This is an optimization exercise on Yosys and OpenROAD, whose aim is small area, a short achievable clock period and few clock cycles per item, not a production implementation. At most, simulation tests tie the RTL to the original design; equivalence was not proved.

==> inputs of ember <==
## warp_offset
module warp_offset (
    input  wire         clk,
    input  wire         rst,
    input  wire         in_valid,
    output wire         in_ready,
    input  wire [14:0]  in_x,
    input  wire [23:0]  in_row,
    input  wire [23:0]  in_rows,
    input  wire [7:0]   in_pitch,
    input  wire [7:0]   in_beam_slow,
    input  wire [7:0]   in_facet_slow,
    input  wire [7:0]   in_slip,
    input  wire [7:0]   in_scr_w_m1,
    input  wire [7:0]   in_scr_h_m1,
    input  wire [7:0]   in_scr_x0,
    input  wire [7:0]   in_scr_y0,
    output wire [7:0]   node_addr_a,
    output wire [7:0]   node_addr_b,
    input  wire [15:0]  node_data_a,
    input  wire [15:0]  node_data_b,
    output wire [24:0]  src_row_a,
    output wire [24:0]  src_row_b,
    output wire [14:0]  src_col,
    input  wire [7:0]   src_data_a,
    input  wire [7:0]   src_data_b,
    output wire [15:0]  scr_cell,
    input  wire [119:0] scr_data,
    output wire         out_valid,
    input  wire         out_ready,
    output wire [15:0]  out_offset,
    output wire         out_clamp,
    output wire [24:0]  out_ra,
    output wire [4:0]   out_w,
    output wire [24:0]  out_rn,
    output wire [7:0]   out_c,
    output wire [3:0]   out_level
);
clock: 14.0 ns
lec_check: 0
cap_margin: 20
core_margin: 2
core_utilization: 40
place_density: 0.6
slew_margin: 20
standard.sh (not shown) runs the stock make flow with config.mk's settings and CLKGATE_MAP_FILE= SYNTH_SCRIPT=/design/flow/synth_recipe.tcl, a recipe that flattens the netlist after the stock synthesis.
==> flow/flow/run.sh <==
#!/bin/bash
# The standard layout, with ORFS's timing repair aimed at a tighter
# setup target than the clock period (the SDC itself is unchanged).
# Gate cloning is off so that no register is duplicated.
set -euo pipefail
bash standard.sh SETUP_SLACK_MARGIN=8 SKIP_GATE_CLONING=1 finish > standard_make.log 2>&1
==> inputs of raven, as changes to ember <==
--- a/flow/design.v
+++ b/flow/design.v
@@ -517,30 +517,18 @@
     reg  [0:0] inb_q16;
     wire [7:0] sda_d_w;
     wire [7:0] sda_w;
     wire [7:0] sdb_d_w;
     wire [7:0] sdb_w;
     wire [7:0] sa_w;
     wire [7:0] sb_w;
-    wire [12:0] cr0_w;
-    wire [12:0] cr1_w;
-    wire [12:0] cr2_w;
-    wire [12:0] cr3_w;
-    wire [12:0] cr4_w;
-    wire [12:0] cr5_w;
-    wire [12:0] f1s_w;
-    wire [12:0] f1c_w;
-    wire [12:0] f2s_w;
-    wire [12:0] f2c_w;
-    wire [12:0] f3s_w;
-    wire [12:0] f3c_w;
-    wire [12:0] f4s_w;
-    reg  [12:0] f4s_q17;
-    wire [12:0] f4c_w;
-    reg  [12:0] f4c_q17;
+    wire [12:0] pa_w;
+    reg  [12:0] pa_q17;
+    wire [12:0] pb_w;
+    reg  [12:0] pb_q17;
     wire [9:0] xd_t0_w;
     wire [0:0] xd_q0_w;
     wire [0:0] xd_r0_w;
     wire [9:0] xd_t1_w;
     wire [0:0] xd_q1_w;
     wire [1:0] xd_r1_w;
     wire [9:0] xd_t2_w;
@@ -827,28 +815,16 @@
     assign inb_w = (~ra26_w[25] | (&ra26_w)) & ($signed({dr_q14[7], dr_q14}) > $signed({{2{o_q14[11]}}, o_q14[11:5]}) + 9'sd1);
     assign sda_d_w = src_data_a;
     assign sda_w = hv ? sda_h : sda_d_w;
     assign sdb_d_w = src_data_b;
     assign sdb_w = hv ? sdb_h : sdb_d_w;
     assign sa_w = ina_q16 ? sda_w : 8'd0;
     assign sb_w = inb_q16 ? sdb_w : 8'd0;
-    assign cr0_w = {5'd0, sa_w};
-    assign cr1_w = {5'd0, (o_q16[0] ? sb_w : sa_w)};
-    assign cr2_w = {4'd0, (o_q16[1] ? sb_w : sa_w), 1'd0};
-    assign cr3_w = {3'd0, (o_q16[2] ? sb_w : sa_w), 2'd0};
-    assign cr4_w = {2'd0, (o_q16[3] ? sb_w : sa_w), 3'd0};
-    assign cr5_w = {1'd0, (o_q16[4] ? sb_w : sa_w), 4'd0};
-    assign f1s_w = cr0_w ^ cr1_w ^ cr2_w;
-    assign f1c_w = {((cr0_w & cr1_w) | (cr0_w & cr2_w) | (cr1_w & cr2_w)), 1'b0};
-    assign f2s_w = cr3_w ^ cr4_w ^ cr5_w;
-    assign f2c_w = {((cr3_w & cr4_w) | (cr3_w & cr5_w) | (cr4_w & cr5_w)), 1'b0};
-    assign f3s_w = f1s_w ^ f1c_w ^ f2s_w;
-    assign f3c_w = {((f1s_w & f1c_w) | (f1s_w & f2s_w) | (f1c_w & f2s_w)), 1'b0};
-    assign f4s_w = f3s_w ^ f3c_w ^ f2c_w;
-    assign f4c_w = {((f3s_w & f3c_w) | (f3s_w & f2c_w) | (f3c_w & f2c_w)), 1'b0};
+    assign pa_w = {5'd0, sa_w} * (13'd32 - {8'd0, o_q16[4:0]});
+    assign pb_w = {5'd0, sb_w} * {8'd0, o_q16[4:0]};
     assign xd_t0_w = {1'b0, 9'(x_w[14])} + {2'b11, ~wm1_w};
     assign xd_q0_w = ~xd_t0_w[9];
     assign xd_r0_w = xd_q0_w ? xd_t0_w[0:0] : 1'(x_w[14]);
     assign xd_t1_w = {1'b0, 9'({xd_r0_w, x_w[13]})} + {2'b11, ~wm1_w};
     assign xd_q1_w = ~xd_t1_w[9];
     assign xd_r1_w = xd_q1_w ? xd_t1_w[1:0] : 2'({xd_r0_w, x_w[13]});
     assign xd_t2_w = {1'b0, 9'({xd_r1_w, x_w[12]})} + {2'b11, ~wm1_w};
@@ -961,15 +937,15 @@
     assign ye_t6_w = {1'b0, 9'({ye_r5_q10, s9y_q10[1]})} + {2'b11, ~hm1_q10};
     assign ye_q6_w = ~ye_t6_w[9];
     assign ye_r6_w = ye_q6_w ? ye_t6_w[7:0] : 8'({ye_r5_q10, s9y_q10[1]});
     assign ye_t7_w = {1'b0, 9'({ye_r6_w, s9y_q10[0]})} + {2'b11, ~hm1_q10};
     assign ye_q7_w = ~ye_t7_w[9];
     assign ye_r7_w = ye_q7_w ? ye_t7_w[7:0] : 8'({ye_r6_w, s9y_q10[0]});
     assign cell_w = {8'd0, ye_r7_q11} * {8'd0, wm1_q11} + {8'd0, ye_r7_q11} + {8'd0, xe_r7_q11};
-    assign csum2_w = f4s_q17 + f4c_q17 + 13'd16;
+    assign csum2_w = pa_q17 + pb_q17 + 13'd16;
     assign c_w = csum2_w[12:5];
     assign lvl_d_w = {3'd0, (c_w > scr_data[7:0])} + {3'd0, (c_w > scr_data[15:8])} + {3'd0, (c_w > scr_data[23:16])} + {3'd0, (c_w > scr_data[31:24])} + {3'd0, (c_w > scr_data[39:32])} + {3'd0, (c_w > scr_data[47:40])} + {3'd0, (c_w > scr_data[55:48])} + {3'd0, (c_w > scr_data[63:56])} + {3'd0, (c_w > scr_data[71:64])} + {3'd0, (c_w > scr_data[79:72])} + {3'd0, (c_w > scr_data[87:80])} + {3'd0, (c_w > scr_data[95:88])} + {3'd0, (c_w > scr_data[103:96])} + {3'd0, (c_w > scr_data[111:104])} + {3'd0, (c_w > scr_data[119:112])};
     assign lvl_w = hv ? lvl_h : lvl_d_w;
     always @(posedge clk) begin
         if (adv) begin
             x_q1 <= x_w;
             x_q2 <= x_q1;
@@ -1252,16 +1228,16 @@
             ra_q15 <= ra_w;
             ra_q16 <= ra_q15;
             ra_q17 <= ra_q16;
             ina_q15 <= ina_w;
             ina_q16 <= ina_q15;
             inb_q15 <= inb_w;
             inb_q16 <= inb_q15;
-            f4s_q17 <= f4s_w;
-            f4c_q17 <= f4c_w;
+            pa_q17 <= pa_w;
+            pb_q17 <= pb_w;
             xd_r2_q1 <= xd_r2_w;
             xd_r4_q2 <= xd_r4_w;
             xd_t5_q2 <= xd_t5_w;
             xd_q5_q2 <= xd_q5_w;
             xf_q3 <= xf_w;
             xe_r1_q4 <= xe_r1_w;
             xe_r3_q5 <= xe_r3_w;
==> flow/run.sh (new file) <==
#!/bin/bash
# synth_recipe.tcl (not shown) runs the flow's synth.tcl, then flattens the netlist and writes it again
# the make line also repeats each setting of config.mk as NAME=value (left out here)
make -C /OpenROAD-flow-scripts/flow DESIGN_CONFIG=/design/flow/config.mk WORK_HOME=/design/flow/orfs CLKGATE_MAP_FILE= SYNTH_SCRIPT=/design/flow/synth_recipe.tcl finish
Settings changed: CORE_UTILIZATION 40 to 60, CTS_BUF_LIST set to sky130_fd_sc_hd__clkbuf_4 sky130_fd_sc_hd__clkbuf_8, PLACE_DENSITY 0.6 to 0.72.
removed: flow/flow/run.sh
removed: flow/standard.sh
==> comparison <==
In ember the register-to-register slack is better than in raven, by 980 ps.
Of raven and ember, raven has the higher synthesized area (gap 1.1%, measured against ember).
No run of this note included a check of the RTL's function; only the layout flow was run.

---

==> inputs of run a <==
Another version of the RTL of warp_offset (not shown whole).
Settings: LEC_CHECK=0, CAP_MARGIN=20, CORE_MARGIN=2, CORE_UTILIZATION=55, CTS_CLUSTER_DIAMETER=120, CTS_CLUSTER_SIZE=30, PLACE_DENSITY=0.7, SLEW_MARGIN=20; clock period 14.0 ns.
==> flow/flow/run.sh <==
#!/bin/bash
# The standard layout, with ORFS's timing repair aimed at a tighter
# setup target than the clock period (the SDC itself is unchanged).
# Gate cloning is off so that no register is duplicated.
set -euo pipefail
bash standard.sh SETUP_SLACK_MARGIN=9.4 SKIP_GATE_CLONING=1 finish > standard_make.log 2>&1
==> run b (differences from run a) <==
--- a/flow/design.v
+++ b/flow/design.v
@@ -166,14 +166,24 @@
     wire [9:0] s3_w;
     reg  [9:0] s3_q1;
     reg  [9:0] s3_q2;
     reg  [9:0] s3_q3;
     reg  [9:0] s3_q4;
     reg  [9:0] s3_q5;
     reg  [9:0] s3_q6;
+    reg  [9:0] s3_q7;
+    reg  [9:0] s3_q8;
+    reg  [9:0] s3_q9;
+    reg  [9:0] s3_q10;
+    reg  [9:0] s3_q11;
+    reg  [9:0] s3_q12;
+    reg  [9:0] s3_q13;
+    reg  [9:0] s3_q14;
+    reg  [9:0] s3_q15;
+    reg  [9:0] s3_q16;
     wire [7:0] wm1_w;
     reg  [7:0] wm1_q1;
     reg  [7:0] wm1_q2;
     reg  [7:0] wm1_q3;
     reg  [7:0] wm1_q4;
     reg  [7:0] wm1_q5;
     reg  [7:0] wm1_q6;
@@ -284,57 +294,32 @@
     reg  [0:0] kd_q6_q4;
     wire [6:0] kd_r6_w;
     reg  [6:0] kd_r6_q4;
     wire [8:0] kd_t7_w;
     wire [0:0] kd_q7_w;
     wire [6:0] kd_r7_w;
     wire [7:0] k_w;
+    reg  [7:0] k_q5;
     wire [0:0] sat_w;
+    reg  [0:0] sat_q5;
     wire [6:0] fr_w;
     reg  [6:0] fr_q5;
     reg  [6:0] fr_q6;
     reg  [6:0] fr_q7;
-    wire [7:0] nada_w;
-    reg  [7:0] nada_q5;
-    reg  [7:0] nada_q6;
-    wire [7:0] nadb_w;
-    reg  [7:0] nadb_q5;
-    reg  [7:0] nadb_q6;
-    wire [7:0] a1_w;
-    reg  [7:0] a1_q6;
+    wire [7:0] pf_w;
+    reg  [7:0] pf_q6;
+    reg  [7:0] pf_q7;
+    wire [15:0] na_d_w;
     wire [15:0] na_w;
+    reg  [15:0] na_q7;
+    wire [15:0] nb_d_w;
     wire [15:0] nb_w;
-    wire [16:0] d_w;
-    wire [0:0] s_w;
-    reg  [0:0] s_q7;
-    reg  [0:0] s_q8;
-    reg  [0:0] s_q9;
-    reg  [0:0] s_q10;
-    reg  [0:0] s_q11;
-    reg  [0:0] s_q12;
-    reg  [0:0] s_q13;
-    reg  [0:0] s_q14;
-    reg  [0:0] s_q15;
-    reg  [0:0] s_q16;
-    wire [15:0] du_w;
-    reg  [15:0] du_q7;
-    wire [16:0] nap_w;
-    reg  [16:0] nap_q7;
-    reg  [16:0] nap_q8;
-    reg  [16:0] nap_q9;
-    reg  [16:0] nap_q10;
-    reg  [16:0] nap_q11;
-    reg  [16:0] nap_q12;
-    reg  [16:0] nap_q13;
-    reg  [16:0] nap_q14;
-    reg  [16:0] nap_q15;
-    reg  [16:0] nap_q16;
+    reg  [15:0] nb_q7;
     wire [6:0] hh_w;
-    wire [7:0] add_w;
-    reg  [7:0] add_q7;
+    reg  [6:0] hh_q7;
     wire [22:0] v_w;
     reg  [22:0] v_q8;
     wire [6:0] vr0_w;
     wire [0:0] vb15_w;
     wire [0:0] vb14_w;
     wire [0:0] vb13_w;
     reg  [0:0] vb13_q9;
@@ -734,14 +719,16 @@
     wire [14:0] cmpv_d_w;
     wire [14:0] cmpv_w;
     reg  [14:0] cmpv_q21;
     wire [3:0] lvl_w;
     reg  [3:0] lvl_q22;
     wire [24:0] rn_w;
     reg  [24:0] rn_q22;
+    reg  [15:0] na_h;
+    reg  [15:0] nb_h;
     reg  [7:0] sda_h;
     reg  [7:0] sdb_h;
     reg  [14:0] cmpv_h;
     assign x_w = in_x;
     assign r_w = in_row;
     assign pm_w = (in_pitch < 8'd16) ? 7'd15 : (in_pitch > 8'd128) ? 7'd127 : 7'(in_pitch - 8'd1);
     assign s3_w = {{2{in_beam_slow[7]}}, in_beam_slow} + {{2{in_facet_slow[7]}}, in_facet_slow} + {{2{in_slip[7]}}, in_slip};
@@ -776,26 +763,21 @@
     assign kd_r6_w = kd_q6_w ? kd_t6_w[6:0] : 7'({kd_r5_w, x_q3[1]});
     assign kd_t7_w = {1'b0, 8'({kd_r6_q4, x_q4[0]})} + {2'b11, ~pm_q4};
     assign kd_q7_w = ~kd_t7_w[8];
     assign kd_r7_w = kd_q7_w ? kd_t7_w[6:0] : 7'({kd_r6_q4, x_q4[0]});
     assign k_w = {kd_q0_q4, kd_q1_q4, kd_q2_q4, kd_q3_q4, kd_q4_q4, kd_q5_q4, kd_q6_q4, kd_q7_w};
     assign sat_w = sathi_q4 | (k_w == 8'hFF);
     assign fr_w = sat_w ? 7'd0 : kd_r7_w;
-    assign nada_w = sat_w ? 8'hFF : k_w;
-    assign nadb_w = k_w + 8'd1;
-    assign a1_w = {1'b0, fr_q5} + {2'b0, pm_q5[6:1]};
-    assign na_w = node_data_a;
-    assign nb_w = node_data_b;
-    assign d_w = {nb_w[15], nb_w} - {na_w[15], na_w};
-    assign s_w = d_w[16];
-    assign du_w = d_w[15:0] ^ {16{s_w}};
-    assign nap_w = {na_w[15], na_w} + {{7{s3_q6[9]}}, s3_q6};
+    assign pf_w = {1'b0, pm_q5} + 8'd1 - {1'b0, fr_q5};
+    assign na_d_w = node_data_a;
+    assign na_w = hv ? na_h : na_d_w;
+    assign nb_d_w = node_data_b;
+    assign nb_w = hv ? nb_h : nb_d_w;
     assign hh_w = {1'b0, pm_q6[6:1]} + {6'd0, pm_q6[0]};
-    assign add_w = s_w ? a1_q6 : {1'b0, hh_w};
-    assign v_w = {7'd0, du_q7} * {16'd0, fr_q7} + {15'd0, add_q7};
+    assign v_w = {7'd0, na_q7 ^ 16'h8000} * {15'd0, pf_q7} + {7'd0, nb_q7 ^ 16'h8000} * {16'd0, fr_q7} + {16'd0, hh_q7};
     assign vr0_w = v_q8[22:16];
     assign vb15_w = v_q8[15];
     assign vb14_w = v_q8[14];
     assign vb13_w = v_q8[13];
     assign vb12_w = v_q8[12];
     assign vb11_w = v_q8[11];
     assign vb10_w = v_q8[10];
@@ -854,15 +836,15 @@
     assign qd_t14_w = {1'b0, 8'({qd_r13_q15, vb1_q15})} + {2'b11, ~pm_q15};
     assign qd_q14_w = ~qd_t14_w[8];
     assign qd_r14_w = qd_q14_w ? qd_t14_w[6:0] : 7'({qd_r13_q15, vb1_q15});
     assign qd_t15_w = {1'b0, 8'({qd_r14_w, vb0_q15})} + {2'b11, ~pm_q15};
     assign qd_q15_w = ~qd_t15_w[8];
     assign qd_r15_w = qd_q15_w ? qd_t15_w[6:0] : 7'({qd_r14_w, vb0_q15});
     assign qm_w = {qd_q0_q15, qd_q1_q15, qd_q2_q15, qd_q3_q15, qd_q4_q15, qd_q5_q15, qd_q6_q15, qd_q7_q15, qd_q8_q15, qd_q9_q15, qd_q10_q15, qd_q11_q15, qd_q12_q15, qd_q13_q15, qd_q14_w, qd_q15_w};
-    assign sum_w = nap_q16 + {s_q16, qm_q16 ^ {16{s_q16}}} + {16'd0, s_q16};
+    assign sum_w = {qm_q16[15] ^ 1'b1, qm_q16[15] ^ 1'b1, qm_q16[14:0]} + {{7{s3_q16[9]}}, s3_q16};
     assign chi_w = ~sum_w[16] & (sum_w[15:11] != 5'd0);
     assign clo_w = sum_w[16] & (sum_w[15:11] != 5'h1F);
     assign o_w = chi_w ? 12'h7FF : clo_w ? 12'h800 : sum_w[11:0];
     assign clamp_w = chi_w | clo_w;
     assign ra26_w = {2'b0, r_q17} + {{19{o_q17[11]}}, o_q17[11:5]};
     assign ra_w = ra26_w[24:0];
     assign ina_w = ~ra26_w[25] & ($signed(dr_q17) > $signed(o_q17[11:5]));
@@ -1069,14 +1051,24 @@
             pm_q15 <= pm_q14;
             s3_q1 <= s3_w;
             s3_q2 <= s3_q1;
             s3_q3 <= s3_q2;
             s3_q4 <= s3_q3;
             s3_q5 <= s3_q4;
             s3_q6 <= s3_q5;
+            s3_q7 <= s3_q6;
+            s3_q8 <= s3_q7;
+            s3_q9 <= s3_q8;
+            s3_q10 <= s3_q9;
+            s3_q11 <= s3_q10;
+            s3_q12 <= s3_q11;
+            s3_q13 <= s3_q12;
+            s3_q14 <= s3_q13;
+            s3_q15 <= s3_q14;
+            s3_q16 <= s3_q15;
             wm1_q1 <= wm1_w;
             wm1_q2 <= wm1_q1;
             wm1_q3 <= wm1_q2;
             wm1_q4 <= wm1_q3;
             wm1_q5 <= wm1_q4;
             wm1_q6 <= wm1_q5;
             wm1_q7 <= wm1_q6;
@@ -1154,44 +1146,24 @@
             kd_q3_q4 <= kd_q3_q3;
             kd_q4_q3 <= kd_q4_w;
             kd_q4_q4 <= kd_q4_q3;
             kd_r4_q3 <= kd_r4_w;
             kd_q5_q4 <= kd_q5_w;
             kd_q6_q4 <= kd_q6_w;
             kd_r6_q4 <= kd_r6_w;
+            k_q5 <= k_w;
+            sat_q5 <= sat_w;
             fr_q5 <= fr_w;
             fr_q6 <= fr_q5;
             fr_q7 <= fr_q6;
-            nada_q5 <= nada_w;
-            nada_q6 <= nada_q5;
-            nadb_q5 <= nadb_w;
-            nadb_q6 <= nadb_q5;
-            a1_q6 <= a1_w;
-            s_q7 <= s_w;
-            s_q8 <= s_q7;
-            s_q9 <= s_q8;
-            s_q10 <= s_q9;
-            s_q11 <= s_q10;
-            s_q12 <= s_q11;
-            s_q13 <= s_q12;
-            s_q14 <= s_q13;
-            s_q15 <= s_q14;
-            s_q16 <= s_q15;
-            du_q7 <= du_w;
-            nap_q7 <= nap_w;
-            nap_q8 <= nap_q7;
-            nap_q9 <= nap_q8;
-            nap_q10 <= nap_q9;
-            nap_q11 <= nap_q10;
-            nap_q12 <= nap_q11;
-            nap_q13 <= nap_q12;
-            nap_q14 <= nap_q13;
-            nap_q15 <= nap_q14;
-            nap_q16 <= nap_q15;
-            add_q7 <= add_w;
+            pf_q6 <= pf_w;
+            pf_q7 <= pf_q6;
+            na_q7 <= na_w;
+            nb_q7 <= nb_w;
+            hh_q7 <= hh_w;
             v_q8 <= v_w;
             vb13_q9 <= vb13_w;
             vb12_q9 <= vb12_w;
             vb11_q9 <= vb11_w;
             vb11_q10 <= vb11_q9;
             vb10_q9 <= vb10_w;
             vb10_q10 <= vb10_q9;
@@ -1379,21 +1351,23 @@
             clamp_q22 <= sv ? clamp_s : clamp_q21;
             ra_q22 <= sv ? ra_s : ra_q21;
             c_q22 <= sv ? c_s : c_q21;
             lvl_q22 <= sv ? lvl_s : lvl_w;
             rn_q22 <= sv ? rn_s : rn_w;
         end
         if (!adv && !hv) begin
+            na_h <= na_d_w;
+            nb_h <= nb_d_w;
             sda_h <= sda_d_w;
             sdb_h <= sdb_d_w;
             cmpv_h <= cmpv_d_w;
         end
     end
-    assign node_addr_a = sv ? nada_q6 : nada_q5;
-    assign node_addr_b = sv ? nadb_q6 : nadb_q5;
+    assign node_addr_a = sat_q5 ? 8'hFF : k_q5;
+    assign node_addr_b = k_q5 + 8'd1;
     assign src_row_a = ra_q18;
     assign src_row_b = ra1_q18;
     assign src_col = x_q18;
     assign scr_cell = cell_q19;
     assign out_offset = {{4{o_q22[11]}}, o_q22};
     assign out_clamp = clamp_q22;
     assign out_w = o_q22[4:0];
- CTS_CLUSTER_DIAMETER: 120 -> unset
- CTS_CLUSTER_SIZE: 30 -> unset
==> run summary <==
item	run b	run a
Status	complete, no violations	complete, no violations
Max-Slew Margin vs Limit	0.2478	0.2416
Final-layout worst hold slack	0.3519 ns	0.4019 ns
CP bufs+invs	7	4
Syn Std Cell Area	120800 sq um	119000 sq um
Layout Utilization	0.6484	0.6337
Multi-input combinational cell count	4506	4333
Area of placed instances	129200 sq um	127400 sq um
Global-route wire length before repair	356.8 mm	333.3 mm
Count of inverters other than clock inverters in the layout	1119	987
Clock skew	0.07169 ns	0.03296 ns
Wire length on met1	94.96 mm	92.66 mm
Area taken by flip-flops and latches	75680 sq um	76960 sq um
Source of the worst hold timing path	ra_q20[1]$_DFFE_PN_	x_q3[0]$_DFFE_PN_
Via count of the first global-routing pass	67390	63170
Pin count of the biggest net entering global routing	202	209
Reg2reg start	pf_q7[3]$_DFFE_PN_	fr_q7[3]$_DFFE_PN_
Max Fclk	169.1 MHz	187.9 MHz
Met2 Wirelength	112.8 mm	104.5 mm
Slowest CP cell	edfxtp_1	fa_1
Post-route cell area	142000 sq um	136100 sq um
Post-synth net total	9735	9331
Post-synth top area share	0.6226	0.6397
Testbench counts of run a, summed over its fixed seeds: cycles 1,776, items 1,600.
No functional check of the RTL was part of run b.

## static timing again, ports no longer ideal
No port has a modelled driver above. Below, the same layouts with a new extraction and two added sets of constraints. Step 1 sets driving cells, clkbuf_16 on the clock port and buf_2 on the other inputs (assumed; they add their load-dependent delay and slew). Step 2 also shifts input and output timing later by t, the mid clock arrival at the registers, as if the neighbouring blocks saw the same clock. Three values: ideal, step 1, step 2; two values: the first two.
run | t, ns | setup slack, ns | clock arrival spread, ns | slew at the worst register clock pin (ns) | cell pins on the clock port's net
ember | 0.914 | 6.796 / 6.863 / 5.949 | 0.074 / 0.074 | 0.06 / 0.06 | 1
raven | 1.126 | 5.992 / 5.992 / 5.305 | 0.090 / 0.090 | 0.07 / 0.07 | 1
run a | 0.853 | 8.678 / 8.678 / 8.573 | 0.049 / 0.049 | 0.12 / 0.12 | 1
run b | 0.994 | 8.087 / 8.087 / 8.087 | 0.083 / 0.083 | 0.07 / 0.07 | 1
After both steps setup and hold are still met in every run listed. The setup slack of ember, which loses most, moves by +0.067 ns with the drivers and by -0.847 ns with both steps.
